This is an optimization exercise on Yosys and OpenROAD, whose aim is small area, a short achievable clock period and few clock cycles per item, not a production implementation.
In this exercise RTL edits were held to simulation tests only and were not proved equivalent to the original.

==> design/flow/design.v <==
module gst_ecc (
    input  wire        clk,
    input  wire        rst,
    input  wire        req_valid,
    output wire        req_ready,
    input  wire [1:0]  req_op,        
    input  wire [33:0] req_addr,      
    input  wire [31:0] req_origin,
    input  wire [79:0] req_cw,        
    input  wire [63:0] req_wdata,     
    input  wire [7:0]  req_wmask,     
    output reg         rsp_valid,
    input  wire        rsp_ready,
    output wire [63:0] rsp_data,
    output wire        rsp_wr,
    output wire [79:0] rsp_cw,
    output wire [1:0]  rsp_weight,    
    output wire        rsp_poison,
    input  wire        stat_clr,      
    input  wire [1:0]  log_clr,       
    output wire [63:0] eccstat,
    output wire [63:0] ecclog,
    output wire [31:0] eccorg
);
    wire [6:0] s1, s3;
    wire par;
    wire sx_0 = req_cw[24] ^ req_cw[75];
    wire sx_1 = req_cw[25] ^ req_cw[76];
    wire sx_2 = req_cw[55] ^ req_cw[72];
    wire sx_3 = req_cw[58] ^ sx_0;
    wire sx_4 = req_cw[17] ^ req_cw[33];
    wire sx_5 = req_cw[30] ^ req_cw[37];
    wire sx_6 = req_cw[23] ^ req_cw[50];
    wire sx_7 = req_cw[27] ^ req_cw[56];
    wire sx_8 = req_cw[19] ^ req_cw[67];
    wire sx_9 = req_cw[38] ^ req_cw[51];
    wire sx_10 = req_cw[59] ^ req_cw[73];
    wire sx_11 = req_cw[60] ^ req_cw[74];
    wire sx_12 = req_cw[8] ^ req_cw[39];
    wire sx_13 = req_cw[9] ^ req_cw[40];
    wire sx_14 = req_cw[16] ^ req_cw[52];
    wire sx_15 = req_cw[28] ^ req_cw[57];
    wire sx_16 = req_cw[26] ^ req_cw[61];
    wire sx_17 = req_cw[20] ^ req_cw[68];
    wire sx_18 = req_cw[21] ^ req_cw[69];
    wire sx_19 = req_cw[7] ^ sx_6;
    wire sx_20 = req_cw[15] ^ sx_9;
    wire sx_21 = req_cw[49] ^ sx_5;
    wire sx_22 = req_cw[78] ^ sx_3;
    wire sx_23 = sx_1 ^ sx_10;
    wire sx_24 = req_cw[29] ^ req_cw[32];
    wire sx_25 = req_cw[13] ^ req_cw[48];
    wire sx_26 = req_cw[18] ^ req_cw[66];
    wire sx_27 = req_cw[31] ^ req_cw[77];
    wire sx_28 = req_cw[22] ^ sx_7;
    wire sx_29 = req_cw[46] ^ req_cw[71];
    wire sx_30 = req_cw[45] ^ sx_2;
    wire sx_31 = req_cw[10] ^ req_cw[34];
    wire sx_32 = req_cw[14] ^ req_cw[36];
    wire sx_33 = req_cw[11] ^ req_cw[41];
    wire sx_34 = req_cw[12] ^ req_cw[47];
    wire sx_35 = req_cw[43] ^ req_cw[53];
    wire sx_36 = req_cw[35] ^ sx_11;
    wire sx_37 = req_cw[42] ^ sx_15;
    wire sx_38 = req_cw[54] ^ sx_8;
    wire sx_39 = req_cw[62] ^ sx_4;
    wire sx_40 = req_cw[70] ^ sx_16;
    wire sx_41 = sx_12 ^ sx_14;
    wire sx_42 = sx_18 ^ sx_20;
    wire sx_43 = sx_17 ^ sx_26;
    wire sx_44 = sx_21 ^ sx_28;
    wire sx_45 = sx_22 ^ sx_30;
    wire sx_46 = req_cw[5] ^ sx_13;
    wire sx_47 = req_cw[3] ^ sx_19;
    wire sx_48 = req_cw[6] ^ sx_44;
    wire sx_49 = req_cw[44] ^ sx_25;
    wire sx_50 = req_cw[64] ^ sx_24;
    wire sx_51 = req_cw[63] ^ sx_31;
    wire sx_52 = sx_23 ^ sx_29;
    wire sx_53 = sx_27 ^ sx_33;
    wire sx_54 = sx_34 ^ sx_41;
    wire sx_55 = sx_32 ^ sx_43;
    wire sx_56 = req_cw[4] ^ req_cw[65];
    wire sx_57 = req_cw[52] ^ req_cw[53];
    wire sx_58 = req_cw[61] ^ sx_39;
    wire sx_59 = sx_4 ^ sx_42;
    wire sx_60 = sx_2 ^ sx_46;
    wire sx_61 = sx_36 ^ sx_37;
    wire sx_62 = sx_40 ^ sx_45;
    wire sx_63 = sx_35 ^ sx_52;
    wire sx_64 = sx_38 ^ sx_49;
    wire sx_65 = sx_47 ^ sx_51;
    wire sx_66 = req_cw[18] ^ req_cw[42];
    wire sx_67 = req_cw[23] ^ req_cw[39];
    wire sx_68 = req_cw[0] ^ req_cw[75];
    wire sx_69 = req_cw[4] ^ req_cw[72];
    wire sx_70 = req_cw[26] ^ req_cw[65];
    wire sx_71 = req_cw[2] ^ sx_13;
    wire sx_72 = req_cw[51] ^ req_cw[57];
    wire sx_73 = req_cw[54] ^ req_cw[74];
    wire sx_74 = req_cw[1] ^ sx_50;
    wire sx_75 = req_cw[47] ^ sx_8;
    wire sx_76 = req_cw[46] ^ sx_19;
    wire sx_77 = req_cw[13] ^ sx_56;
    wire sx_78 = req_cw[71] ^ sx_1;
    wire sx_79 = req_cw[66] ^ sx_16;
    wire sx_80 = req_cw[25] ^ sx_60;
    wire sx_81 = req_cw[41] ^ sx_48;
    wire sx_82 = req_cw[77] ^ sx_18;
    wire sx_83 = req_cw[37] ^ sx_59;
    wire sx_84 = sx_14 ^ sx_22;
    wire sx_85 = sx_17 ^ sx_27;
    wire sx_86 = sx_20 ^ sx_24;
    wire sx_87 = sx_11 ^ sx_37;
    wire sx_88 = sx_12 ^ sx_36;
    wire sx_89 = req_cw[73] ^ sx_57;
    wire sx_90 = req_cw[76] ^ sx_62;
    wire sx_91 = sx_25 ^ sx_35;
    wire sx_92 = sx_23 ^ sx_40;
    wire sx_93 = sx_29 ^ sx_45;
    wire sx_94 = sx_39 ^ sx_53;
    wire sx_95 = sx_54 ^ sx_63;
    wire sx_96 = sx_55 ^ sx_64;
    wire sx_97 = sx_50 ^ sx_72;
    wire sx_98 = sx_61 ^ sx_65;
    wire sx_99 = sx_54 ^ sx_86;
    wire sx_100 = sx_67 ^ sx_82;
    wire sx_101 = sx_70 ^ sx_89;
    wire sx_102 = sx_84 ^ sx_97;
    wire sx_103 = sx_94 ^ sx_98;
    assign s1[0] = (((sx_44 ^ sx_52) ^ (sx_53 ^ (sx_19 ^ sx_38))) ^ (sx_87 ^ ((sx_68 ^ ((req_cw[14] ^ req_cw[44]) ^ (req_cw[55] ^ req_cw[62]))) ^ sx_42)));
    assign s1[1] = ((sx_99 ^ (sx_87 ^ (sx_85 ^ (((req_cw[43] ^ req_cw[56]) ^ sx_6) ^ (req_cw[63] ^ (req_cw[1] ^ req_cw[22])))))) ^ sx_90);
    assign s1[2] = (sx_102 ^ (sx_63 ^ ((sx_100 ^ sx_58) ^ (sx_71 ^ ((req_cw[30] ^ sx_7) ^ sx_49)))));
    assign s1[3] = ((sx_65 ^ (sx_101 ^ (sx_75 ^ ((req_cw[70] ^ (req_cw[11] ^ req_cw[40])) ^ (sx_66 ^ sx_7))))) ^ (sx_83 ^ sx_93));
    assign s1[4] = (((((sx_69 ^ sx_73) ^ sx_28) ^ (sx_9 ^ ((req_cw[34] ^ req_cw[35]) ^ (req_cw[48] ^ req_cw[64])))) ^ (sx_43 ^ ((req_cw[70] ^ (req_cw[19] ^ req_cw[24])) ^ (sx_15 ^ sx_33)))) ^ sx_95);
    assign s1[5] = (((((req_cw[49] ^ req_cw[58]) ^ (req_cw[71] ^ req_cw[75])) ^ (sx_34 ^ ((req_cw[17] ^ req_cw[20]) ^ (req_cw[29] ^ req_cw[36])))) ^ (sx_100 ^ sx_101)) ^ ((sx_61 ^ sx_64) ^ sx_80));
    assign s1[6] = (((sx_55 ^ (((req_cw[50] ^ (req_cw[10] ^ req_cw[21])) ^ sx_91) ^ (sx_73 ^ ((req_cw[29] ^ req_cw[40]) ^ sx_10)))) ^ sx_81) ^ sx_90);
    assign s3[0] = (((sx_58 ^ sx_60) ^ (sx_75 ^ ((req_cw[56] ^ (req_cw[31] ^ req_cw[38])) ^ (sx_15 ^ sx_68)))) ^ (sx_76 ^ ((sx_23 ^ sx_51) ^ sx_55)));
    assign s3[1] = ((((sx_77 ^ sx_85) ^ (sx_8 ^ ((req_cw[50] ^ req_cw[5]) ^ sx_57))) ^ sx_59) ^ (sx_92 ^ (((req_cw[8] ^ (req_cw[14] ^ req_cw[34])) ^ sx_21) ^ (sx_3 ^ sx_30))));
    assign s3[2] = (((sx_79 ^ sx_91) ^ ((((req_cw[19] ^ req_cw[27]) ^ (req_cw[38] ^ req_cw[68])) ^ (sx_13 ^ sx_5)) ^ (sx_41 ^ sx_78))) ^ sx_103);
    assign s3[3] = (sx_83 ^ ((((sx_32 ^ ((req_cw[28] ^ req_cw[48]) ^ (req_cw[59] ^ req_cw[6]))) ^ sx_74) ^ (sx_76 ^ sx_88)) ^ ((sx_79 ^ (sx_3 ^ sx_53)) ^ sx_80)));
    assign s3[4] = (sx_93 ^ (sx_48 ^ (((sx_26 ^ (req_cw[9] ^ (req_cw[16] ^ req_cw[32]))) ^ (sx_38 ^ sx_77)) ^ (sx_58 ^ sx_88))));
    assign s3[5] = (sx_102 ^ (sx_96 ^ (sx_47 ^ (((req_cw[69] ^ (req_cw[12] ^ req_cw[33])) ^ (sx_11 ^ sx_69)) ^ (sx_21 ^ sx_78)))));
    assign s3[6] = (sx_81 ^ (sx_99 ^ (((sx_66 ^ ((req_cw[33] ^ req_cw[36]) ^ (req_cw[60] ^ req_cw[62]))) ^ sx_92) ^ (sx_71 ^ (((req_cw[65] ^ req_cw[67]) ^ (req_cw[78] ^ req_cw[7])) ^ (sx_0 ^ sx_31))))));
    assign par = (sx_103 ^ ((((sx_42 ^ sx_74) ^ (sx_46 ^ (sx_56 ^ (req_cw[79] ^ (req_cw[0] ^ req_cw[2]))))) ^ (sx_48 ^ sx_96)) ^ (sx_62 ^ sx_95)));
    wire [6:0] w3;
    wire [127:0] w3_tab0 = 128'h85171f397d3521e1ec0715d9c155d956;
    wire [127:0] w3_tab1 = 128'h077bca8c40edde83cfa9b8fae20590f0;
    wire [127:0] w3_tab2 = 128'hd3d8a3c4b729aac8883ed3b1ef77e000;
    wire [127:0] w3_tab3 = 128'h9d7459fd639529fbdb72e2c062284688;
    wire [127:0] w3_tab4 = 128'h76d02a17ab13d34bf22b331b534913bc;
    wire [127:0] w3_tab5 = 128'h7a55ce6bcde0f5c45424a2b9e9a25f80;
    wire [127:0] w3_tab6 = 128'h4ae285f65b8d65a17edf971ddc8880a0;
    assign w3 = {w3_tab6[s1], w3_tab5[s1], w3_tab4[s1], w3_tab3[s1], w3_tab2[s1], w3_tab1[s1], w3_tab0[s1]};
    wire [6:0] t;
    wire [12:0] tm_p;
    assign tm_p[0] = (s3[0] & w3[0]);
    assign tm_p[1] = (s3[0] & w3[1]) ^ (s3[1] & w3[0]);
    assign tm_p[2] = (s3[0] & w3[2]) ^ (s3[1] & w3[1]) ^ (s3[2] & w3[0]);
    assign tm_p[3] = (s3[0] & w3[3]) ^ (s3[1] & w3[2]) ^ (s3[2] & w3[1]) ^ (s3[3] & w3[0]);
    assign tm_p[4] = (s3[0] & w3[4]) ^ (s3[1] & w3[3]) ^ (s3[2] & w3[2]) ^ (s3[3] & w3[1]) ^ (s3[4] & w3[0]);
    assign tm_p[5] = (s3[0] & w3[5]) ^ (s3[1] & w3[4]) ^ (s3[2] & w3[3]) ^ (s3[3] & w3[2]) ^ (s3[4] & w3[1]) ^ (s3[5] & w3[0]);
    assign tm_p[6] = (s3[0] & w3[6]) ^ (s3[1] & w3[5]) ^ (s3[2] & w3[4]) ^ (s3[3] & w3[3]) ^ (s3[4] & w3[2]) ^ (s3[5] & w3[1]) ^ (s3[6] & w3[0]);
    assign tm_p[7] = (s3[1] & w3[6]) ^ (s3[2] & w3[5]) ^ (s3[3] & w3[4]) ^ (s3[4] & w3[3]) ^ (s3[5] & w3[2]) ^ (s3[6] & w3[1]);
    assign tm_p[8] = (s3[2] & w3[6]) ^ (s3[3] & w3[5]) ^ (s3[4] & w3[4]) ^ (s3[5] & w3[3]) ^ (s3[6] & w3[2]);
    assign tm_p[9] = (s3[3] & w3[6]) ^ (s3[4] & w3[5]) ^ (s3[5] & w3[4]) ^ (s3[6] & w3[3]);
    assign tm_p[10] = (s3[4] & w3[6]) ^ (s3[5] & w3[5]) ^ (s3[6] & w3[4]);
    assign tm_p[11] = (s3[5] & w3[6]) ^ (s3[6] & w3[5]);
    assign tm_p[12] = (s3[6] & w3[6]);
    assign t[0] = tm_p[0] ^ tm_p[7] ^ tm_p[11];
    assign t[1] = tm_p[1] ^ tm_p[8] ^ tm_p[12];
    assign t[2] = tm_p[2] ^ tm_p[9];
    assign t[3] = tm_p[3] ^ tm_p[7] ^ tm_p[10] ^ tm_p[11];
    assign t[4] = tm_p[4] ^ tm_p[8] ^ tm_p[11] ^ tm_p[12];
    assign t[5] = tm_p[5] ^ tm_p[9] ^ tm_p[12];
    assign t[6] = tm_p[6] ^ tm_p[10];
    wire [6:0] c = t ^ 7'd1;
    wire [6:0] z0;
    wire zx_0 = c[3] ^ c[6];
    wire zx_1 = c[2] ^ c[4];
    assign z0[0] = 1'b0;
    assign z0[1] = (zx_0 ^ zx_1);
    assign z0[2] = (c[4] ^ zx_0);
    assign z0[3] = (c[5] ^ c[6]);
    assign z0[4] = (c[1] ^ zx_1);
    assign z0[5] = (c[5] ^ zx_0);
    assign z0[6] = zx_0;
    wire [6:0] x1n;
    wire [12:0] xm_p;
    assign xm_p[0] = (s1[0] & z0[0]);
    assign xm_p[1] = (s1[0] & z0[1]) ^ (s1[1] & z0[0]);
    assign xm_p[2] = (s1[0] & z0[2]) ^ (s1[1] & z0[1]) ^ (s1[2] & z0[0]);
    assign xm_p[3] = (s1[0] & z0[3]) ^ (s1[1] & z0[2]) ^ (s1[2] & z0[1]) ^ (s1[3] & z0[0]);
    assign xm_p[4] = (s1[0] & z0[4]) ^ (s1[1] & z0[3]) ^ (s1[2] & z0[2]) ^ (s1[3] & z0[1]) ^ (s1[4] & z0[0]);
    assign xm_p[5] = (s1[0] & z0[5]) ^ (s1[1] & z0[4]) ^ (s1[2] & z0[3]) ^ (s1[3] & z0[2]) ^ (s1[4] & z0[1]) ^ (s1[5] & z0[0]);
    assign xm_p[6] = (s1[0] & z0[6]) ^ (s1[1] & z0[5]) ^ (s1[2] & z0[4]) ^ (s1[3] & z0[3]) ^ (s1[4] & z0[2]) ^ (s1[5] & z0[1]) ^ (s1[6] & z0[0]);
    assign xm_p[7] = (s1[1] & z0[6]) ^ (s1[2] & z0[5]) ^ (s1[3] & z0[4]) ^ (s1[4] & z0[3]) ^ (s1[5] & z0[2]) ^ (s1[6] & z0[1]);
    assign xm_p[8] = (s1[2] & z0[6]) ^ (s1[3] & z0[5]) ^ (s1[4] & z0[4]) ^ (s1[5] & z0[3]) ^ (s1[6] & z0[2]);
    assign xm_p[9] = (s1[3] & z0[6]) ^ (s1[4] & z0[5]) ^ (s1[5] & z0[4]) ^ (s1[6] & z0[3]);
    assign xm_p[10] = (s1[4] & z0[6]) ^ (s1[5] & z0[5]) ^ (s1[6] & z0[4]);
    assign xm_p[11] = (s1[5] & z0[6]) ^ (s1[6] & z0[5]);
    assign xm_p[12] = (s1[6] & z0[6]);
    assign x1n[0] = xm_p[0] ^ xm_p[7] ^ xm_p[11];
    assign x1n[1] = xm_p[1] ^ xm_p[8] ^ xm_p[12];
    assign x1n[2] = xm_p[2] ^ xm_p[9];
    assign x1n[3] = xm_p[3] ^ xm_p[7] ^ xm_p[10] ^ xm_p[11];
    assign x1n[4] = xm_p[4] ^ xm_p[8] ^ xm_p[11] ^ xm_p[12];
    assign x1n[5] = xm_p[5] ^ xm_p[9] ^ xm_p[12];
    assign x1n[6] = xm_p[6] ^ xm_p[10];
    wire [6:0] x2n = x1n ^ s1;
    wire s1z = (s1 == 7'd0);
    wire cz  = (t == 7'd1);
    wire fue = s1z ? (s3 != 7'd0) : (!cz && (par || !t[0]));
    wire is_w = (req_op == 2'd0);
    wire is_m = (req_op == 2'd2);
    wire is_s = (req_op == 2'd3);
    wire [7:0] kmask = is_w ? 8'hFF : is_m ? req_wmask : 8'h00;
    reg  [63:0] xm;
    integer bi;
    always @(*) begin
        for (bi = 0; bi < 8; bi = bi + 1)
            xm[8*bi +: 8] = kmask[bi] ? req_wdata[8*bi +: 8] : req_cw[14 + 8*bi +: 8];
    end
    reg [63:0] q_x;
    reg [7:0]  q_kmask;
    reg [6:0]  x1, x2;
    reg        q_s1z, q_cz, q_fue, q_par, q_pr;
    reg        q_w, q_m, q_s;
    reg [33:0] q_addr;
    reg [31:0] q_origin;
    wire load = !rsp_valid || rsp_ready;
    assign req_ready = load;
    always @(posedge clk) begin
        if (rst)
            rsp_valid <= 1'b0;
        else if (load)
            rsp_valid <= req_valid;
        if (load) begin
            q_x      <= xm;
            q_kmask  <= kmask;
            x1       <= x1n;
            x2       <= x2n;
            q_s1z    <= s1z;
            q_cz     <= cz;
            q_fue    <= fue;
            q_par    <= par;
            q_pr     <= req_cw[78];
            q_w      <= is_w;
            q_m      <= is_m;
            q_s      <= is_s;
            q_addr   <= req_addr;
            q_origin <= req_origin;
        end
    end
    wire       v1, p1;
    wire [127:0] v1_tab0 = 128'h341efc53e5ef4f6366edbbb9ab551f7e;
    assign v1 = {v1_tab0[x1]};
    wire [127:0] p1_tab0 = 128'h00000000000040000000000000000000;
    assign p1 = {p1_tab0[x1]};
    wire       v2, p2;
    wire [127:0] v2_tab0 = 128'h341efc53e5ef4f6366edbbb9ab551f7e;
    assign v2 = {v2_tab0[x2]};
    wire [127:0] p2_tab0 = 128'h00000000000040000000000000000000;
    assign p2 = {p2_tab0[x2]};
    wire       ue = q_fue || (!q_s1z && (!v2 || (!q_cz && !v1)));
    wire [1:0] w  = q_s1z ? {1'b0, q_par} : (q_cz && q_par) ? 2'd1 : 2'd2;
    wire       pz = !ue && (q_pr ^ p1 ^ p2);
    assign rsp_weight = q_w ? 2'd0 : ue ? 2'd3 : w;
    assign rsp_poison = !q_w && pz;
    assign rsp_wr     = q_w || q_m || (q_s && !pz && (ue || w != 2'd0));
    wire   enc_p      = (q_m && (ue || pz)) || (q_s && ue);
    wire   q_report   = !q_w && !(q_s && pz);
    wire   q_scrub    = q_s;
    reg [63:0] en;
    integer bj;
    always @(*) begin
        for (bj = 0; bj < 8; bj = bj + 1)
            en[8*bj +: 8] = {8{!ue && !q_kmask[bj]}};
    end
    wire [63:0] h1, h2;
    assign h1[0] = (x1 == 7'd65);
    assign h1[1] = (x1 == 7'd11);
    assign h1[2] = (x1 == 7'd22);
    assign h1[3] = (x1 == 7'd44);
    assign h1[4] = (x1 == 7'd88);
    assign h1[5] = (x1 == 7'd57);
    assign h1[6] = (x1 == 7'd114);
    assign h1[7] = (x1 == 7'd109);
    assign h1[8] = (x1 == 7'd83);
    assign h1[9] = (x1 == 7'd47);
    assign h1[10] = (x1 == 7'd94);
    assign h1[11] = (x1 == 7'd53);
    assign h1[12] = (x1 == 7'd106);
    assign h1[13] = (x1 == 7'd93);
    assign h1[14] = (x1 == 7'd51);
    assign h1[15] = (x1 == 7'd102);
    assign h1[16] = (x1 == 7'd69);
    assign h1[17] = (x1 == 7'd3);
    assign h1[18] = (x1 == 7'd6);
    assign h1[19] = (x1 == 7'd12);
    assign h1[20] = (x1 == 7'd24);
    assign h1[21] = (x1 == 7'd48);
    assign h1[22] = (x1 == 7'd96);
    assign h1[23] = (x1 == 7'd73);
    assign h1[24] = (x1 == 7'd27);
    assign h1[25] = (x1 == 7'd54);
    assign h1[26] = (x1 == 7'd108);
    assign h1[27] = (x1 == 7'd81);
    assign h1[28] = (x1 == 7'd43);
    assign h1[29] = (x1 == 7'd86);
    assign h1[30] = (x1 == 7'd37);
    assign h1[31] = (x1 == 7'd74);
    assign h1[32] = (x1 == 7'd29);
    assign h1[33] = (x1 == 7'd58);
    assign h1[34] = (x1 == 7'd116);
    assign h1[35] = (x1 == 7'd97);
    assign h1[36] = (x1 == 7'd75);
    assign h1[37] = (x1 == 7'd31);
    assign h1[38] = (x1 == 7'd62);
    assign h1[39] = (x1 == 7'd124);
    assign h1[40] = (x1 == 7'd113);
    assign h1[41] = (x1 == 7'd107);
    assign h1[42] = (x1 == 7'd95);
    assign h1[43] = (x1 == 7'd55);
    assign h1[44] = (x1 == 7'd110);
    assign h1[45] = (x1 == 7'd85);
    assign h1[46] = (x1 == 7'd35);
    assign h1[47] = (x1 == 7'd70);
    assign h1[48] = (x1 == 7'd5);
    assign h1[49] = (x1 == 7'd10);
    assign h1[50] = (x1 == 7'd20);
    assign h1[51] = (x1 == 7'd40);
    assign h1[52] = (x1 == 7'd80);
    assign h1[53] = (x1 == 7'd41);
    assign h1[54] = (x1 == 7'd82);
    assign h1[55] = (x1 == 7'd45);
    assign h1[56] = (x1 == 7'd90);
    assign h1[57] = (x1 == 7'd61);
    assign h1[58] = (x1 == 7'd122);
    assign h1[59] = (x1 == 7'd125);
    assign h1[60] = (x1 == 7'd115);
    assign h1[61] = (x1 == 7'd111);
    assign h1[62] = (x1 == 7'd87);
    assign h1[63] = (x1 == 7'd39);
    assign h2[0] = (x2 == 7'd65);
    assign h2[1] = (x2 == 7'd11);
    assign h2[2] = (x2 == 7'd22);
    assign h2[3] = (x2 == 7'd44);
    assign h2[4] = (x2 == 7'd88);
    assign h2[5] = (x2 == 7'd57);
    assign h2[6] = (x2 == 7'd114);
    assign h2[7] = (x2 == 7'd109);
    assign h2[8] = (x2 == 7'd83);
    assign h2[9] = (x2 == 7'd47);
    assign h2[10] = (x2 == 7'd94);
    assign h2[11] = (x2 == 7'd53);
    assign h2[12] = (x2 == 7'd106);
    assign h2[13] = (x2 == 7'd93);
    assign h2[14] = (x2 == 7'd51);
    assign h2[15] = (x2 == 7'd102);
    assign h2[16] = (x2 == 7'd69);
    assign h2[17] = (x2 == 7'd3);
    assign h2[18] = (x2 == 7'd6);
    assign h2[19] = (x2 == 7'd12);
    assign h2[20] = (x2 == 7'd24);
    assign h2[21] = (x2 == 7'd48);
    assign h2[22] = (x2 == 7'd96);
    assign h2[23] = (x2 == 7'd73);
    assign h2[24] = (x2 == 7'd27);
    assign h2[25] = (x2 == 7'd54);
    assign h2[26] = (x2 == 7'd108);
    assign h2[27] = (x2 == 7'd81);
    assign h2[28] = (x2 == 7'd43);
    assign h2[29] = (x2 == 7'd86);
    assign h2[30] = (x2 == 7'd37);
    assign h2[31] = (x2 == 7'd74);
    assign h2[32] = (x2 == 7'd29);
    assign h2[33] = (x2 == 7'd58);
    assign h2[34] = (x2 == 7'd116);
    assign h2[35] = (x2 == 7'd97);
    assign h2[36] = (x2 == 7'd75);
    assign h2[37] = (x2 == 7'd31);
    assign h2[38] = (x2 == 7'd62);
    assign h2[39] = (x2 == 7'd124);
    assign h2[40] = (x2 == 7'd113);
    assign h2[41] = (x2 == 7'd107);
    assign h2[42] = (x2 == 7'd95);
    assign h2[43] = (x2 == 7'd55);
    assign h2[44] = (x2 == 7'd110);
    assign h2[45] = (x2 == 7'd85);
    assign h2[46] = (x2 == 7'd35);
    assign h2[47] = (x2 == 7'd70);
    assign h2[48] = (x2 == 7'd5);
    assign h2[49] = (x2 == 7'd10);
    assign h2[50] = (x2 == 7'd20);
    assign h2[51] = (x2 == 7'd40);
    assign h2[52] = (x2 == 7'd80);
    assign h2[53] = (x2 == 7'd41);
    assign h2[54] = (x2 == 7'd82);
    assign h2[55] = (x2 == 7'd45);
    assign h2[56] = (x2 == 7'd90);
    assign h2[57] = (x2 == 7'd61);
    assign h2[58] = (x2 == 7'd122);
    assign h2[59] = (x2 == 7'd125);
    assign h2[60] = (x2 == 7'd115);
    assign h2[61] = (x2 == 7'd111);
    assign h2[62] = (x2 == 7'd87);
    assign h2[63] = (x2 == 7'd39);
    assign rsp_data = q_x ^ ((h1 ^ h2) & en);
    wire [64:0] info = {enc_p, rsp_data};
    wire [13:0] chk;
    wire cpar;
    wire ex_0 = info[3] ^ info[14];
    wire ex_1 = info[17] ^ info[43];
    wire ex_2 = info[0] ^ info[22];
    wire ex_3 = info[1] ^ info[23];
    wire ex_4 = info[2] ^ info[24];
    wire ex_5 = info[4] ^ info[26];
    wire ex_6 = info[5] ^ info[27];
    wire ex_7 = info[25] ^ info[30];
    wire ex_8 = info[13] ^ info[46];
    wire ex_9 = info[31] ^ info[47];
    wire ex_10 = info[37] ^ info[62];
    wire ex_11 = info[38] ^ info[63];
    wire ex_12 = info[9] ^ info[29];
    wire ex_13 = info[18] ^ info[44];
    wire ex_14 = info[6] ^ info[61];
    wire ex_15 = info[33] ^ info[58];
    wire ex_16 = info[32] ^ ex_5;
    wire ex_17 = info[39] ^ info[64];
    wire ex_18 = info[50] ^ info[53];
    wire ex_19 = info[56] ^ ex_0;
    wire ex_20 = ex_7 ^ ex_9;
    wire ex_21 = info[12] ^ info[45];
    wire ex_22 = info[10] ^ info[48];
    wire ex_23 = info[11] ^ info[49];
    wire ex_24 = info[28] ^ info[42];
    wire ex_25 = info[7] ^ ex_10;
    wire ex_26 = info[40] ^ ex_2;
    wire ex_27 = info[41] ^ ex_3;
    wire ex_28 = info[52] ^ ex_1;
    wire ex_29 = info[55] ^ ex_4;
    wire ex_30 = info[57] ^ ex_8;
    wire ex_31 = info[60] ^ ex_6;
    wire ex_32 = info[20] ^ info[59];
    wire ex_33 = info[21] ^ ex_11;
    wire ex_34 = info[19] ^ ex_14;
    wire ex_35 = info[15] ^ ex_30;
    wire ex_36 = info[54] ^ ex_20;
    wire ex_37 = ex_16 ^ ex_18;
    wire ex_38 = ex_21 ^ ex_22;
    wire ex_39 = ex_15 ^ ex_31;
    wire ex_40 = info[16] ^ info[50];
    wire ex_41 = info[8] ^ ex_13;
    wire ex_42 = info[34] ^ info[59];
    wire ex_43 = info[35] ^ ex_17;
    wire ex_44 = info[51] ^ ex_12;
    wire ex_45 = info[29] ^ ex_39;
    wire ex_46 = info[44] ^ ex_24;
    wire ex_47 = info[54] ^ ex_26;
    wire ex_48 = ex_11 ^ ex_27;
    wire ex_49 = ex_23 ^ ex_29;
    wire ex_50 = ex_25 ^ ex_32;
    wire ex_51 = ex_19 ^ ex_38;
    wire ex_52 = info[14] ^ info[33];
    wire ex_53 = info[13] ^ info[49];
    wire ex_54 = info[0] ^ ex_0;
    wire ex_55 = info[8] ^ info[61];
    wire ex_56 = info[26] ^ info[43];
    wire ex_57 = info[30] ^ info[45];
    wire ex_58 = info[40] ^ info[42];
    wire ex_59 = info[10] ^ ex_13;
    wire ex_60 = info[24] ^ ex_8;
    wire ex_61 = info[4] ^ ex_28;
    wire ex_62 = info[1] ^ ex_33;
    wire ex_63 = info[36] ^ info[63];
    wire ex_64 = info[36] ^ info[64];
    wire ex_65 = info[51] ^ info[55];
    wire ex_66 = info[23] ^ ex_19;
    wire ex_67 = info[11] ^ ex_36;
    wire ex_68 = info[48] ^ ex_1;
    wire ex_69 = info[27] ^ ex_23;
    wire ex_70 = info[7] ^ ex_45;
    wire ex_71 = info[37] ^ ex_17;
    wire ex_72 = info[5] ^ ex_49;
    wire ex_73 = info[12] ^ ex_46;
    wire ex_74 = info[16] ^ ex_50;
    wire ex_75 = info[46] ^ ex_20;
    wire ex_76 = info[28] ^ ex_42;
    wire ex_77 = info[60] ^ ex_12;
    wire ex_78 = info[34] ^ ex_40;
    wire ex_79 = info[32] ^ ex_47;
    wire ex_80 = ex_4 ^ ex_34;
    wire ex_81 = info[62] ^ ex_43;
    wire ex_82 = ex_14 ^ ex_29;
    wire ex_83 = ex_27 ^ ex_35;
    wire ex_84 = ex_26 ^ ex_37;
    wire ex_85 = ex_24 ^ ex_41;
    wire ex_86 = ex_34 ^ ex_44;
    wire ex_87 = ex_28 ^ ex_53;
    wire ex_88 = ex_35 ^ ex_68;
    wire ex_89 = ex_51 ^ ex_56;
    wire ex_90 = ex_48 ^ ex_60;
    wire ex_91 = ex_66 ^ ex_84;
    assign chk[0] = (ex_88 ^ ((((ex_52 ^ ex_57) ^ ex_41) ^ (ex_6 ^ (ex_18 ^ ex_2))) ^ ((ex_71 ^ ex_76) ^ ex_86)));
    assign chk[1] = (((ex_39 ^ ex_47) ^ ex_74) ^ (ex_87 ^ ((((info[38] ^ info[57]) ^ ex_18) ^ (ex_22 ^ ex_3)) ^ ((ex_55 ^ ex_9) ^ ex_43))));
    assign chk[2] = ((ex_49 ^ (ex_33 ^ (((info[19] ^ info[43]) ^ ex_10) ^ (ex_57 ^ ex_64)))) ^ (ex_83 ^ (ex_45 ^ ex_79)));
    assign chk[3] = (((ex_73 ^ ex_75) ^ (ex_78 ^ (ex_19 ^ ex_71))) ^ (ex_82 ^ ((ex_32 ^ (info[22] ^ ex_15)) ^ ex_48)));
    assign chk[4] = (ex_91 ^ ((ex_75 ^ ex_80) ^ (ex_85 ^ (((info[35] ^ info[38]) ^ (info[9] ^ (info[21] ^ info[33]))) ^ (ex_25 ^ ex_31)))));
    assign chk[5] = (((ex_59 ^ ((info[17] ^ ex_64) ^ ex_54)) ^ ex_90) ^ (ex_50 ^ (ex_36 ^ ex_37)));
    assign chk[6] = ((((ex_42 ^ (ex_1 ^ ex_2)) ^ ex_37) ^ (ex_62 ^ ex_82)) ^ ((ex_77 ^ (ex_30 ^ ex_46)) ^ ex_67));
    assign chk[7] = (ex_70 ^ (ex_89 ^ (((ex_13 ^ ex_3) ^ (ex_65 ^ ((info[22] ^ info[2]) ^ (info[32] ^ info[61])))) ^ (ex_36 ^ ex_81))));
    assign chk[8] = ((((((info[18] ^ info[31]) ^ ex_10) ^ (ex_17 ^ ex_63)) ^ (ex_28 ^ ex_44)) ^ ex_72) ^ ex_91);
    assign chk[9] = (((ex_51 ^ ex_61) ^ (ex_76 ^ (ex_55 ^ ((info[25] ^ info[39]) ^ ex_12)))) ^ (ex_79 ^ ex_90));
    assign chk[10] = ((((ex_7 ^ ((info[47] ^ info[53]) ^ ex_5)) ^ ex_81) ^ (ex_77 ^ ((ex_52 ^ ex_58) ^ ex_59))) ^ (ex_72 ^ ex_83));
    assign chk[11] = ((ex_67 ^ ex_89) ^ (ex_80 ^ (((info[58] ^ (info[15] ^ info[41])) ^ ex_78) ^ (ex_63 ^ (ex_58 ^ ex_6)))));
    assign chk[12] = ((((ex_65 ^ ((info[35] ^ info[3]) ^ (info[41] ^ info[64]))) ^ ex_73) ^ (ex_69 ^ ((info[6] ^ (info[25] ^ info[31])) ^ ex_16))) ^ (ex_74 ^ ex_88));
    assign chk[13] = ((((((info[14] ^ info[36]) ^ (info[47] ^ info[56])) ^ (ex_21 ^ ex_40)) ^ (ex_16 ^ ex_33)) ^ (ex_85 ^ ex_87)) ^ ex_70);
    assign cpar = ((ex_62 ^ ex_86) ^ (((ex_15 ^ (info[57] ^ (info[20] ^ info[2]))) ^ (ex_25 ^ ex_38)) ^ ((ex_54 ^ ex_69) ^ ex_61)));
    assign rsp_cw = {cpar, info, chk};
    reg [31:0] ce1_cnt;
    reg [15:0] ce2_cnt;
    reg [15:0] ue_cnt;
    reg [33:0] log_addr;
    reg [1:0]  log_weight;
    reg        log_poison;
    reg        log_scrub;
    reg        log_valid;
    reg        log_ovf;
    reg [31:0] org;
    wire       rsp_fire  = rsp_valid && rsp_ready;
    wire       ev_bad    = rsp_poison || (rsp_weight == 2'd3);
    wire       ev_ce1    = rsp_fire && q_report && !ev_bad && (rsp_weight == 2'd1);
    wire       ev_ce2    = rsp_fire && q_report && !ev_bad && (rsp_weight == 2'd2);
    wire       ev_ue     = rsp_fire && q_report && ev_bad;
    wire       ev_log    = ev_ce1 || ev_ce2 || ev_ue;
    wire [31:0] ce1_base = stat_clr ? 32'd0 : ce1_cnt;
    wire [15:0] ce2_base = stat_clr ? 16'd0 : ce2_cnt;
    wire [15:0] ue_base  = stat_clr ? 16'd0 : ue_cnt;
    wire        valid_base = log_valid && !log_clr[0];
    wire        ovf_base   = log_ovf && !log_clr[1];
    always @(posedge clk) begin
        if (rst) begin
            ce1_cnt    <= 32'd0;
            ce2_cnt    <= 16'd0;
            ue_cnt     <= 16'd0;
            log_addr   <= 34'd0;
            log_weight <= 2'd0;
            log_poison <= 1'b0;
            log_scrub  <= 1'b0;
            log_valid  <= 1'b0;
            log_ovf    <= 1'b0;
            org        <= 32'd0;
        end else begin
            ce1_cnt <= (ev_ce1 && ce1_base != 32'hFFFF_FFFF) ? ce1_base + 32'd1 : ce1_base;
            ce2_cnt <= (ev_ce2 && ce2_base != 16'hFFFF) ? ce2_base + 16'd1 : ce2_base;
            ue_cnt  <= (ev_ue  && ue_base  != 16'hFFFF) ? ue_base  + 16'd1 : ue_base;
            log_valid <= valid_base || ev_log;
            log_ovf   <= ovf_base || (ev_log && valid_base);
            if (ev_log && !valid_base) begin
                log_addr   <= q_addr;
                log_weight <= ev_bad ? 2'd3 : rsp_weight;
                log_poison <= rsp_poison;
                log_scrub  <= q_scrub;
                org        <= q_origin;
            end
        end
    end
    assign eccstat = {ue_cnt, ce2_cnt, ce1_cnt};
    assign ecclog  = {21'd0, log_ovf, log_valid, log_scrub, log_poison, log_weight, log_addr, 3'd0};
    assign eccorg  = org;
endmodule
==> design/flow/flow/run.sh <==
#!/bin/bash
# The standard layout, with the ports buffered by the smallest buffer
# (sky130_fd_sc_hd__buf_1) instead of the default delay buffer.
set -euo pipefail
bash standard.sh "BUFFER_PORTS_ARGS=-buffer_cell sky130_fd_sc_hd__buf_1" finish > standard_flow.log 2>&1
==> design/flow/standard.sh <==
#!/bin/bash
# synth_recipe.tcl (not shown) runs the flow's synth.tcl, then flattens the netlist and writes it again
# the make line also repeats each setting of config.mk as NAME=value (left out here)
make -C /OpenROAD-flow-scripts/flow DESIGN_CONFIG=/design/flow/config.mk WORK_HOME=/design/flow/orfs CLKGATE_MAP_FILE= SYNTH_SCRIPT=/design/flow/synth_recipe.tcl "${@:-finish}"
==> design/flow/config.mk <==
export PLATFORM = sky130hd
export DESIGN_NAME = gst_ecc
export DESIGN_NICKNAME = gst_ecc
export VERILOG_FILES = /design/flow/design.v
export SDC_FILE = /design/flow/constraint.sdc
export NUM_CORES = 4
export LEC_CHECK = 0
export CAP_MARGIN = 20
export CORE_MARGIN = 2
export CORE_UTILIZATION = 40
export SLEW_MARGIN = 20
==> design/flow/constraint.sdc <==
create_clock -name core_clock -period 25.0 [get_ports {clk}]
set_input_delay 5.0000 -clock core_clock [delete_from_list [all_inputs] [get_ports {clk}]]
set_output_delay 5.0000 -clock core_clock [all_outputs]
set_load 0.01 [all_outputs]
==> results of run 1 <==
## flip-flops by register name (all words and copies together) (netlist names), 2 cells and up
register and cells:
q_addr 34, org 32, ce1_cnt 32, x1 7, q_x 64, ue_cnt 16, q_kmask 8, ce2_cnt 16
log_weight 2, x2 7, q_origin 32, log_addr 34
## stage by stage
| step | worst slack [ns] | hold slack (ns) | instances | util [%] |
|---|---|---|---|---|
| 3_5_place_dp | 12.37 | 0.447 | 3703 | 44.0 |
| 2_1_floorplan | 11.06 | 0.437 | 2606 | - |
| 6_report | 12.75 | 0.454 | 3767 | 46.0 |
| 4_1_cts | 12.91 | 0.456 | 3766 | 46.0 |
| 5_1_grt | 12.45 | 0.469 | 3767 | 46.0 |
| 3_3_place_gp | 12.51 | 0.441 | 3703 | 44.0 |
## worst max-delay path, stage by stage
cell and delay [ns]:
buf_1 0.43, xnor3_2 0.54, xnor2_4 0.30, xnor3_1 0.51, xnor3_1 0.41, buf_4 0.31
inv_2 0.27, ha_1 0.39, inv_1 0.25, nand2_1 0.08, a311oi_1 0.29, o311a_1 0.18
a41o_1 0.32, and2b_1 0.26, a221oi_2 0.32, xnor3_1 0.55, xnor3_2 0.60, xor2_4 0.28
a211o_1 0.32, nand2_1 0.08, xor3_1 0.41, xor3_1 0.23, xnor2_1 0.14
## how the worst max path moves through the flow
stage	start	endpoint	depth (start not counted)
after floorplan	rsp_ready	req_ready	1
after global placement	req_cw[38]	x2[5]	22
after detailed placement	req_cw[38]	x2[3]	23
after CTS	req_cw[38]	x2[3]	23
after global routing	req_cw[38]	x2[3]	22
final	req_cw[38]	x2[3]	23
## layout make-up
type	instances	area share [%]
tap	765	3.61
timing repair buffer	539	8.02
clock buffer	48	3.75
sequential	297	28.4
clock inverter	15	0.580
antenna	1	0.00943
inverter	100	1.41
multi-input combinational	2002	54.2
## placed cells by master, fill, tap and decap left out, drive strengths merged, types with 24 or more instances in the layout
cell type  instances
xnor3             49
inv              103
nand3             40
mux2              68
nor2             258
buf              538
nand2            307
dfxtp            137
edfxtp           160
a21oi            135
nor2b             30
nor3              80
xnor2            573
o21ai             59
xor2             110
conb              24
nand2b            27
clkbuf            49
## layer usage
| metal | track usage [%] | routed length, um | vias to the layer above |
|---|---|---|---|
| met4 | 8.56 | 2640 | 2 |
| met1 | 36.7 | 35800 | 9639 |
| met5 | 0 | 13 | - |
| li1 | - | - | 9269 |
| met3 | 3.79 | 5750 | 175 |
| met2 | 44.5 | 40300 | 825 |
## logic make-up after synthesis
logic type | synth area share (%)
muxes | 3.98
xor gates and xnor gates | 31.8
and+or+nand+nor | 15.7
adders and majority gates | 1.23
other | 0.0161
AOI/OAI and AO/OA | 8.23
buffers and inverters | 6.69
DFF | 32.3
==> metrics.cfg, run 1 <==
[run_status]
run_status=timing/DRC/antenna clean

[synthesis]
yosys-top-cells-count=558 x xnor2_1, 307 x nand2_1, 258 x nor2_1
synth-edff-count=160
synth_flop_cell=edfxtp_1
yosys.cell_types.count=85
yosys.area.top_type=xnor2_1
synth_seq_cells=297
yosysTopAreaCellShare_pct=20.9
synth.avg_cell_area_um2=9.04
synth-async-reset-ratio_pct=0
ranking_of_synthesized_cells_by_area=xnor2_1 21%, edfxtp_1 21%, dfxtp_1 12%
netlist_instances=2583
yosysSeqAreaShare_pct=32.3
synth.cell_area_um2=23300
synthesis.yosys.warnings=1
yosysMostFrequentCell=xnor2_1

[floorplanning]
placeableCoreArea_um2=57700
die-area_um2=60300
start_util_pct=40.5
ports_placed_on_the_boundary=537
die_h_um=246
placement_rows=88
die_x_um=246

[timing]
slew_headroom_pct=28.1
rsz_0062_raised_after_global_routing=no
worstMarginPinSlew_ns=1.08
timing.final.crit_share_pct=49.0
finalHoldViolations=0
fin_crit_ns=12.25
max_freq_mhz=81.6
timing.clock.skew_ns=0.0203
maxSlewViolCount=0
setup_total_negative_slack_ns=0
timing.final.setup_violations=0

[worst_hold_path]
hold_path.startpoint=org[27]
hold_path_depth=2
holdCritPathClass=flop to flop
hold_path_end=org[27]

[global_route]
global_route_wire_length_before_repair_um=123000
via_count_of_the_first_global_routing_pass=19198
grt_max_degree=82
grt_use_total_pct=27.1
gr-total-overflow=0
initial_antenna_violation_count=4

[routing]
mean_number_of_vias_per_cell=5.29
route.detailed.wl_per_inst_um=22.4
detail-route-antenna-nets=0
drt_pre_antenna_iters=6
detailedRoute.firstIterationViolations=2150
drt_drc_violations_left=0
vias=19910
drt-total-wl_um=84600

[worst_setup_path]
required_ns=25.26
reg2regPathDepth=18
crit_fanout=23
worst-r2r-setup-slack_ns=19.93
critical_path.reg2reg.startpoint=x1[0]
type_of_the_worst_setup_path=input pin to flop
critical_path_source_type=input pin
critPathCaptureType=flop
worst-endpoint-arrival_ns=12.52
worst_r2r_endpoint=ce1_cnt[25]

[cts]
htree_levels=2
ctsRootBufferMaster=clkbuf_16
postCtsResizedCells=0
tritoncts=yes
clk_pin_slew_worst_paths_ns=0.06
clock_latency_ns=0.55
holdBufCountCts=0
cts_inserted_buffers=35
post_cts_buffers=0
clk_path_buf_depth=3
cts_num_sinks=297

[flow_run]
drv.max_cap_violation_count=0

[cells_and_area]
area_delta_synth_final_pct=13.7
final_area_um2=26500
multi_input_area_um2=14400
fillers=5671
design.final.nets=3225
layout-drive-gt1-share_pct=6.70
area.sequential_um2=7550

[place]
detailed_place_hpwl_um=66900
placement.io_buffers=512
placedInstanceArea_um2=25400
global_placer_s_final_weighted_congestion=1.02

Testbench counts, summed over its fixed seeds: cycles 12,008, items 12,000.
==> inputs of run 2 (changes only) <==
==> design/flow/flow/run.sh (replaced) <==
#!/bin/bash
# The standard layout, with the ports buffered by the smallest buffer
# (sky130_fd_sc_hd__buf_1) instead of the default delay buffer, and timing repair aiming 13 ns below the clock period.
set -euo pipefail
bash standard.sh "BUFFER_PORTS_ARGS=-buffer_cell sky130_fd_sc_hd__buf_1" SETUP_SLACK_MARGIN=13 finish > standard_flow.log 2>&1
==> metrics.cfg, run 2 <==
[synthesis]
synth_seq_cells=297  ; unchanged
yosysMostFrequentCell=xnor2_1
ranking_of_synthesized_cells_by_area=xnor2_1 21%, edfxtp_1 21%, dfxtp_1 12%
synth-simple-area-share_pct=15.7  ; unchanged
muxShareOfSynthArea_pct=3.98  ; unchanged
yosysTopAreaCellShare_pct=20.9  ; unchanged
yosysSeqAreaShare_pct=32.3  ; unchanged
synth-edff-count=160  ; unchanged
main_combinational_cell_family_by_area_after_synthesis=XOR/XNOR gates
synth.cell_area_um2=23300  ; unchanged
yosys-top-cells-count=558 x xnor2_1, 307 x nand2_1, 258 x nor2_1
synth_flop_cell=edfxtp_1
netlist_instances=2583  ; unchanged
synth-async-reset-ratio_pct=0  ; unchanged
yosys.area.top_type=xnor2_1
synth-adder-area-share_pct=1.23  ; unchanged
synth_compound_gate_area_share_pct=8.23  ; unchanged
yosys.area_share.xor_xnor_pct=31.8  ; unchanged
yosys.cell_types.count=85  ; unchanged
synth.avg_cell_area_um2=9.04  ; unchanged
synthesis.yosys.warnings=1  ; unchanged

[timing]
worstMarginPinSlew_ns=1.11  ; +0.0340 ns
timing.final.setup_violations=0  ; unchanged
max_freq_mhz=85.2  ; +4.4%
finalHoldViolations=0  ; unchanged
maxSlewViolCount=0  ; unchanged
timing.clock.skew_ns=0.0252  ; +0.00495 ns
rsz_0062_raised_after_global_routing=no
setup_total_negative_slack_ns=0  ; unchanged
fin_crit_ns=11.74  ; -0.514 ns
slew_headroom_pct=25.8  ; -2.3 points
timing.final.crit_share_pct=46.9  ; -2.1 points

[cells_and_area]
largest_register_ffs=64  ; unchanged
layout_common_cells=555 x xnor2_1, 510 x buf_1, 307 x nand2_1, 258 x nor2_1, 160 x edfxtp_1
top_register=q_x
design.final.nets=3222  ; -0.093%
final_common_cell=xnor2_1
area_delta_synth_final_pct=13.6  ; about the same
layout_top_registers=q_x: 64 flops, log_addr: 34 flops, q_addr: 34 flops
post_route_core_utilization_pct=46.0  ; about the same
layout-drive-gt1-share_pct=6.70  ; +0.0067 points

[worst_setup_path]
critical_path.reg2reg.startpoint=x1[0]
worst-endpoint-arrival_ns=12.00  ; -0.52 ns
worst_r2r_endpoint=ce1_cnt[25]
reg2regPathDepth=19  ; +1
critPathCaptureType=flop
crit_fanout=23  ; unchanged
worst-r2r-setup-slack_ns=19.50  ; -0.43 ns
required_ns=25.27  ; about the same
critical_path_source_type=input pin
type_of_the_worst_setup_path=input pin to flop

[routing]
drt_drc_violations_left=0  ; unchanged
vias=19945  ; +0.18%
route.detailed.wl_per_inst_um=22.7  ; +0.93%
drt_pre_antenna_iters=5  ; -1
mean_number_of_vias_per_cell=5.30  ; +0.26%
detail-route-antenna-nets=0  ; unchanged
drt-total-wl_um=85300  ; +0.85%
detailedRoute.firstIterationViolations=2046  ; -4.8%

[cts]
clk_pin_slew_worst_paths_ns=0.06  ; about the same
clock_latency_ns=0.55  ; about the same
ctsRootBufferMaster=clkbuf_16
cts_num_sinks=297  ; unchanged
clk_path_buf_depth=3  ; unchanged
htree_levels=2  ; unchanged
cts_inserted_buffers=35  ; unchanged
tritoncts=yes

[worst_hold_path]
holdCritPathClass=flop to flop
hold_path.startpoint=log_addr[15]
hold_path_end=log_addr[15]
hold_path_depth=2  ; unchanged

[global_route]
via_count_of_the_first_global_routing_pass=19115  ; -0.43%
gr-total-overflow=0  ; unchanged
initial_antenna_violation_count=5  ; +1
global_route_wire_length_before_repair_um=123000  ; +0.22%
grt_use_total_pct=27.1  ; +0.051 points
grt_max_degree=72  ; -12%

[floorplanning]
ports_placed_on_the_boundary=537  ; unchanged
die-area_um2=60300  ; unchanged
placeableCoreArea_um2=57700  ; unchanged
die_h_um=246  ; unchanged
die_x_um=246  ; unchanged
placement_rows=88  ; unchanged
start_util_pct=40.5  ; unchanged

[place]
global_placer_s_final_weighted_congestion=1.02  ; -0.34%
placement.io_buffers=512  ; unchanged
detailed_place_hpwl_um=67100  ; +0.36%

[run_status]
run_status=timing/DRC/antenna clean

[flow_run]
drv.max_cap_violation_count=0  ; unchanged

## run 2: worst max-delay path by stage
| stage | from | to | slack (ns) | cells past startpoint |
|---|---|---|---|---|
| 3_5_place_dp | req_cw[38] | x2[4] | 12.40 | 21 |
| 6_report | req_cw[67] | x2[3] | 13.26 | 22 |
| 4_1_cts | req_cw[38] | x2[3] | 13.04 | 23 |
| 3_3_place_gp | req_cw[38] | x2[5] | 12.54 | 22 |
| 2_1_floorplan | req_cw[38] | x2[3] | 13.43 | 24 |
| 5_1_grt | req_cw[51] | x2[5] | 13.01 | 22 |
## run 2: layout make-up
cell class              count  area, um^2
diodes                      1        2.50
clock buffers              44         910
clock inverters            19         199
fillers                  5738       31200
inverters                 100         380
multi-input cells        2002       14400
flip-flops and latches    297        7550
well taps                 765         957
repair buffers            536        2110
## run 2: critical path, cell delays in order
cell	delay (ns)
buf_1	0.36
xnor3_1	0.59
xnor3_1	0.35
xnor3_1	0.28
xnor3_1	0.39
buf_6	0.20
ha_1	0.57
nand2_1	0.14
a21boi_0	0.16
a221o_1	0.40
o2111ai_2	0.25
o41ai_4	0.17
and2b_1	0.23
a221oi_2	0.27
xnor3_1	0.52
xnor3_4	0.63
xor2_4	0.27
a211o_1	0.32
nand2_1	0.07
xor3_1	0.42
xor3_1	0.24
xnor2_1	0.14
## run 2: what timing repair did
item | CTS | global route
endpoints found under the setup margin | 3 | 13
hold buffers | 0 | 0
pin swaps | 0 | 1
gates resized for setup | 1 | 10
setup buffers | 0 | 2
## run 2: routing by layer
layer	global-route usage [%]	vias up	routed length, um
met5	0	-	13
met4	7.52	2	2180
met3	3.56	128	5840
met2	44.9	818	40900
met1	37.0	9741	36300
li1	-	9256	-
## run 2: metrics by stage
stage / hold WS (ns) / setup WS, ns / cells / area, um^2
floorplan: 0.437 / 13.43 / 2606 / 23400
global placement: 0.442 / 12.54 / 3697 / 25300
detailed placement: 0.446 / 12.40 / 3697 / 25300
CTS: 0.454 / 13.04 / 3760 / 26500
global route: 0.475 / 13.01 / 3764 / 26500
finish: 0.451 / 13.26 / 3764 / 26500
## run 2: kinds of logic after synthesis
group	Yosys count
AND/OR/NAND/NOR	831
XOR/XNOR	737
buffers and inverters	307
AO/OA/AOI/OAI	304
flip-flops	297
multiplexers	83
adder cells (fa/ha/maj)	23
other	1
==> inputs of run 3 (changes only) <==
==> design/flow/flow/run.sh (replaced) <==
#!/bin/bash
# The standard layout, with the ports buffered by the smallest buffer
# (sky130_fd_sc_hd__buf_1) instead of the default delay buffer, and timing
# repair aiming 15 ns below the clock period.
set -euo pipefail
bash standard.sh "BUFFER_PORTS_ARGS=-buffer_cell sky130_fd_sc_hd__buf_1" SETUP_SLACK_MARGIN=15 finish > standard_flow.log 2>&1
==> metrics.cfg, run 3 <==
[place]
placement.io_buffers=512  ; unchanged
placedInstanceArea_um2=25500  ; +0.57%
global_placer_s_final_weighted_congestion=1.03  ; +0.90%
detailed_place_hpwl_um=66500  ; -0.97%

[floorplanning]
die_h_um=246  ; unchanged
die_x_um=246  ; unchanged
ports_placed_on_the_boundary=537  ; unchanged
placeableCoreArea_um2=57700  ; unchanged
placement_rows=88  ; unchanged
start_util_pct=40.5  ; unchanged
die-area_um2=60300  ; unchanged

[cells_and_area]
final_area_um2=32300  ; +22%
layout-drive-gt1-share_pct=26.5  ; +20 points
multi_input_area_um2=17700  ; +23%
largest_register_ffs=64  ; unchanged
area_delta_synth_final_pct=38.2
layout_common_cells=449 x buf_1, 372 x xnor2_1, 303 x nand2_1, 254 x nor2_1, 205 x buf_4
layout_top_registers=q_x: 64 flops, log_addr: 34 flops, q_addr: 34 flops
fillers=5046  ; -12%
design.final.nets=3459  ; +7.4%
final_common_cell=buf_1
top_register=q_x
area.sequential_um2=7550  ; unchanged

[cts]
cts_inserted_buffers=35  ; unchanged
tritoncts=yes
ctsRootBufferMaster=clkbuf_16
cts_num_sinks=297  ; unchanged
clk_pin_slew_worst_paths_ns=0.06  ; about the same
clk_path_buf_depth=3  ; unchanged
clock_latency_ns=0.54  ; about the same
htree_levels=2  ; unchanged

[global_route]
grt_use_total_pct=28.6  ; +1.4 points
via_count_of_the_first_global_routing_pass=20283  ; +6.1%
global_route_wire_length_before_repair_um=130000  ; +5.6%
gr-total-overflow=0  ; unchanged
initial_antenna_violation_count=5  ; unchanged
grt_max_degree=80  ; +11%

[timing]
worstMarginPinSlew_ns=1.13  ; +0.0212 ns
timing.final.crit_share_pct=43.0  ; -4.0 points
timing.clock.skew_ns=0.0159  ; -0.00935 ns
max_freq_mhz=93.1  ; +9.2%
fin_crit_ns=10.75  ; -0.991 ns
rsz_0062_raised_after_global_routing=yes
maxSlewViolCount=0  ; unchanged
timing.final.setup_violations=0  ; unchanged
slew_headroom_pct=24.4  ; -1.4 points
finalHoldViolations=0  ; unchanged
setup_total_negative_slack_ns=0  ; unchanged

[synthesis]
synth.avg_cell_area_um2=9.04  ; unchanged
yosysSeqAreaShare_pct=32.3  ; unchanged
yosysTopAreaCellShare_pct=20.9  ; unchanged
synth-async-reset-ratio_pct=0  ; unchanged
netlist_instances=2583  ; unchanged
synth.cell_area_um2=23300  ; unchanged
yosys.area.top_type=xnor2_1
main_combinational_cell_family_by_area_after_synthesis=XOR/XNOR gates
synth_compound_gate_area_share_pct=8.23  ; unchanged
yosys.area_share.xor_xnor_pct=31.8  ; unchanged
yosys.cell_types.count=85  ; unchanged
muxShareOfSynthArea_pct=3.98  ; unchanged
synth_flop_cell=edfxtp_1
synth_seq_cells=297  ; unchanged
synth-edff-count=160  ; unchanged
yosysMostFrequentCell=xnor2_1
yosys-top-cells-count=558 x xnor2_1, 307 x nand2_1, 258 x nor2_1
ranking_of_synthesized_cells_by_area=xnor2_1 21%, edfxtp_1 21%, dfxtp_1 12%
synthesis.yosys.warnings=1  ; unchanged
synth-simple-area-share_pct=15.7  ; unchanged
synth-adder-area-share_pct=1.23  ; unchanged

[worst_setup_path]
crit_family=XOR/XNOR gates
critical_path_source_type=input pin
critical_path.max_stage_delay_ns=0.66  ; +0.03 ns
worst-endpoint-arrival_ns=11.02  ; -0.98 ns
critPathCaptureType=flop
critical_path.reg2reg.startpoint=x1[1]
critPathSlowestCell=xor3_4
worst-r2r-setup-slack_ns=19.45  ; -0.05 ns
crit_path_frequent_cell=xnor2_1
crit_fanout=6  ; -74%
reg2regPathDepth=31  ; +12
required_ns=25.27  ; about the same
type_of_the_worst_setup_path=input pin to flop
worst_r2r_endpoint=ce2_cnt[12]
worst_path_bufs_invs=5  ; +3

[routing]
drt-total-wl_um=93200  ; +9.3%
detailedRoute.firstIterationViolations=2300  ; +12%
mean_number_of_vias_per_cell=5.45  ; +2.9%
detail-route-antenna-nets=0  ; unchanged
vias=21803  ; +9.3%
route.detailed.wl_per_inst_um=23.3  ; +2.9%
drt_pre_antenna_iters=6  ; +1
drt_drc_violations_left=0  ; unchanged

[worst_hold_path]
hold_path.startpoint=log_addr[0]
holdCritPathClass=flop to flop
hold_path_depth=2  ; unchanged
hold_path_end=log_addr[0]

[flow_run]
drv.max_cap_violation_count=0  ; unchanged

[run_status]
run_status=timing/DRC/antenna clean

run 3: cells by family after synthesis:
group                      after synthesis
and+or+nand+nor                        831
xor gates and xnor gates               737
buffers and inverters                  307
AOI/OAI and AO/OA                      304
DFF                                    297
muxes                                   83
adders and majority gates               23
other                                    1
run 3: repair_timing:
action / CTS / global route
endpoints found under the setup margin: 32 / 32
hold buffers: 0 / 0
pin swaps: 86 / 186
resized for setup: 369 / 265
setup buffers: 110 / 112
endpoints found under the hold margin: 0 / 0
gates cloned: 7 / 8
run 3: area by class of cell:
type	instances	area share, %
Clock buffer	50	2.95
Inverter	100	1.24
Clock inverter	10	0.384
Antenna cell	3	0.0233
Sequential cell	297	23.4
Tap cell	765	2.97
Timing Repair Buffer	771	14.3
Multi-Input combinational cell	2004	54.8
run 3: metrics by stage:
step	setup slack (ns)	cells	hold WS (ns)	util, %
final	14.25	4000	0.453	55.9
after global routing	14.11	3997	0.467	55.9
after CTS	14.21	3877	0.454	51.3
after detailed placement	12.62	3700	0.446	44.2
after global placement	12.53	3700	0.442	44.2
after floorplan	13.82	2606	0.437	-
run 3: how the worst max path moves through the flow:
stage | cells after the start | endpoint | slack [ns] | from
3_3_place_gp | 23 | x2[3] | 12.53 | req_cw[46]
4_1_cts | 24 | x2[3] | 14.21 | req_cw[72]
6_report | 25 | x2[5] | 14.25 | req_cw[74]
2_1_floorplan | 1 | req_ready | 13.82 | rsp_ready
5_1_grt | 27 | x2[3] | 14.11 | req_cw[41]
3_5_place_dp | 23 | x2[3] | 12.62 | req_cw[46]
run 3: layer usage:
layer	track usage (%)	wire [um]
met1	37.2	36200
met2	46.8	44200
met3	5.81	8120
met4	10.6	4660
met5	0	26
run 3: worst reg2reg max path, delay by kind of cell, from the launching register on:
kind,cells,cell delay [ns]
buffers and inverters,17,2.01
AND/OR/NAND/NOR,6,1.30
AO/OA/AOI/OAI,5,0.78
multiplexers,2,0.74
flip-flops,1,0.46
adder cells (fa/ha/maj),1,0.20
==> inputs of run 4 (changes only) <==
==> design/flow/flow/run.sh (replaced) <==
#!/bin/bash
# The standard layout, with the ports buffered by the smallest buffer
# (sky130_fd_sc_hd__buf_1) instead of the default delay buffer, and timing
# repair aiming 16 ns below the clock period.
set -euo pipefail
bash standard.sh "BUFFER_PORTS_ARGS=-buffer_cell sky130_fd_sc_hd__buf_1" SETUP_SLACK_MARGIN=16 finish > standard_flow.log 2>&1
==> metrics.cfg, run 4 <==
[run_status]
run_status=timing/DRC/antenna clean

[synthesis]
yosys.cell_types.count=85  ; unchanged
netlist_instances=2583  ; unchanged
yosysMostFrequentCell=xnor2_1
yosys.area.top_type=xnor2_1
synth-edff-count=160  ; unchanged
synth.cell_area_um2=23300  ; unchanged
synth-async-reset-ratio_pct=0  ; unchanged
synth.avg_cell_area_um2=9.04  ; unchanged
synth_flop_cell=edfxtp_1
yosysTopAreaCellShare_pct=20.9  ; unchanged
ranking_of_synthesized_cells_by_area=xnor2_1 21%, edfxtp_1 21%, dfxtp_1 12%
synthesis.yosys.warnings=1  ; unchanged
yosysSeqAreaShare_pct=32.3  ; unchanged
synth_seq_cells=297  ; unchanged
yosys-top-cells-count=558 x xnor2_1, 307 x nand2_1, 258 x nor2_1

[cts]
cts_inserted_buffers=35  ; unchanged
cts_num_sinks=297  ; unchanged
clk_pin_slew_worst_paths_ns=0.06  ; about the same
htree_levels=2  ; unchanged
holdBufCountCts=0  ; unchanged
ctsRootBufferMaster=clkbuf_16
clk_path_buf_depth=3  ; unchanged
tritoncts=yes
clock_latency_ns=0.55  ; about the same

[routing]
drt-total-wl_um=94300  ; +1.1%
drt_drc_violations_left=0  ; unchanged
vias=21511  ; -1.3%
detail-route-antenna-nets=0  ; unchanged
mean_number_of_vias_per_cell=5.39  ; -1.1%
route.detailed.wl_per_inst_um=23.6  ; +1.4%
detailedRoute.firstIterationViolations=2230  ; -3.0%
drt_pre_antenna_iters=6  ; unchanged

[timing]
fin_worst_hold_slack_ns=0.454  ; +0.000863 ns
rsz_0062_raised_after_global_routing=yes
max_freq_mhz=92.0  ; -1.1%
worstMarginPinSlew_ns=1.07  ; -0.0626 ns
maxSlewViolCount=0  ; unchanged
slew_headroom_pct=28.0  ; +3.7 points
timing.clock.skew_ns=0.0409  ; +0.0250 ns
timing.final.setup_violations=0  ; unchanged
timing.final.crit_share_pct=43.5  ; +0.47 points
fin_crit_ns=10.86  ; +0.118 ns
finalHoldViolations=0  ; unchanged
setup_total_negative_slack_ns=0  ; unchanged

[cells_and_area]
area_delta_synth_final_pct=40.9
design.final.nets=3449  ; -0.29%
layout-drive-gt1-share_pct=28.3  ; +1.8 points
largest_register_ffs=64  ; unchanged
final_common_cell=buf_1
top_register=q_x
layout_top_registers=q_x: 64 flops, log_addr: 34 flops, q_addr: 34 flops
instances_no_fill=3991  ; -0.22%
layout_common_cells=437 x buf_1, 344 x xnor2_1, 299 x nand2_1, 254 x nor2_1, 184 x buf_4
final_area_um2=32900  ; +1.9%

[worst_hold_path]
holdCritPathClass=flop to flop

[place]
placedInstanceArea_um2=26700  ; +4.8%
detailed_place_hpwl_um=68300  ; +2.7%
global_placer_s_final_weighted_congestion=1.03  ; about the same
placed_cells=3696  ; -0.11%
placement.io_buffers=512  ; unchanged

[global_route]
global_route_wire_length_before_repair_um=133000  ; +2.1%
grt_max_degree=104  ; +30%
via_count_of_the_first_global_routing_pass=20454  ; +0.84%
gr-total-overflow=0  ; unchanged
initial_antenna_violation_count=4  ; -1
grt_use_total_pct=29.4  ; +0.83 points

[floorplanning]
placement_rows=88  ; unchanged
start_util_pct=40.5  ; unchanged
die_x_um=246  ; unchanged
die_h_um=246  ; unchanged
die-area_um2=60300  ; unchanged
placeableCoreArea_um2=57700  ; unchanged
ports_placed_on_the_boundary=537  ; unchanged

[worst_setup_path]
crit_path_frequent_cell=xnor3_2
worst-endpoint-arrival_ns=11.14  ; +0.12 ns
crit_family=XOR/XNOR gates
critPathSlowestCell=xnor3_2
type_of_the_worst_setup_path=input pin to flop
worst_path_bufs_invs=10  ; +5
critPathCaptureType=flop
critical_path.max_stage_delay_ns=0.44  ; -0.22 ns
critical_path_source_type=input pin
crit_fanout=4  ; -2
required_ns=25.28  ; about the same

[flow_run]
drv.max_cap_violation_count=0  ; unchanged

-- run 4: cell types whose count changed in the layout (fill, tap and decap cells not counted), sizes merged, moves of 2 or more --
cell      previous run  this run
buf                752       739
clkbuf              67        61
clkinv               5         9
clkinvlp             1         5
bufinv               2         4
-- run 4: path summary, 6_finish.rpt --
check / cells after the start / end / from / slack, ns
min: 2 / org[27] / org[27] / 0.45
min reg2reg: 2 / org[27] / org[27] / 0.45
max: 28 / x1[3] / req_cw[55] / 14.14
max reg2reg: 21 / ce1_cnt[25] / x1[0] / 19.99
-- run 4: timing repair --
action                                  4_1_cts  5_1_grt
pin swaps                                   212      147
resized for setup                           352      168
setup buffers                               149       71
endpoints found under the setup margin      145       84
cloned                                       10        1
-- run 4: worst reg2reg max path, delay by kind of cell (launching register included) --
family / cells / cell delay [ns]
buffers and inverters: 4 / 0.51
muxes: 2 / 0.73
adders and majority gates: 1 / 0.16
DFF: 1 / 0.42
and+or+nand+nor: 10 / 2.60
AOI/OAI and AO/OA: 4 / 0.56
-- run 4: logic make-up (layout without fill, tap and decap cells) --
kind of cell	Yosys count	in the layout	share of synthesized area (%)
xor+xnor	737	739	31.8
fa+ha+maj	23	23	1.23
buf+inv	307	922	6.69
simple gates	831	832	15.7
other cells	1	26	0.0161
flops	297	297	32.3
compound gates	304	304	8.23
mux	83	83	3.98
-- run 4: layer usage --
layer / global-route usage, % / wire, um
met5: 0 / 27
met4: 10.7 / 4150
met3: 4.73 / 6660
met2: 49.2 / 46400
met1: 38.2 / 37100
-- run 4: area by class of cell --
class | count | area, um^2
fill | 4943 | 24800
multi-input combinational | 2005 | 18300
sequential | 297 | 7550
timing repair buffer | 760 | 4520
tap | 765 | 957
clock buffer | 42 | 953
inverter | 100 | 398
clock inverter | 20 | 229
antenna | 2 | 5.00
-- run 4: through the flow --
stage / utilization, % / setup WS [ns]
6_report: 57.0 / 14.14
5_1_grt: 57.0 / 14.05
3_3_place_gp: 46.3 / 12.70
2_1_floorplan: - / 13.82
3_5_place_dp: 46.3 / 12.66
4_1_cts: 54.3 / 14.19

## what the ideal ports hide
No port has a modelled driver above. Below, the same layouts with a new extraction and two added sets of constraints. Step 1, drivers: a clkbuf_16 drives clk and a buf_2 each remaining input, both assumed. Step 2 moves the port delays by t, midway between the first and last clock arrival at a register: inputs arrive t later, outputs are due t later. That takes back most of the time a late clock gives input paths. a / b / c = no drivers / after step 1 / after step 2; a / b = the first two.
| run | t, ns | setup WS [ns] | pins driven straight from the clock port |
|---|---|---|---|
| run 1 | 0.592 | 12.749 / 12.782 / 12.190 | 1 |
| run 2 | 0.592 | 13.263 / 13.291 / 12.699 | 1 |
| run 3 | 0.593 | 14.253 / 14.267 / 13.673 | 1 |
| run 4 | 0.589 | 14.135 / 14.131 / 13.542 | 1 |
After both steps setup and hold are still met in every run listed. The setup slack of run 4, which loses most, moves by -0.004 ns with the drivers and by -0.593 ns with both steps.
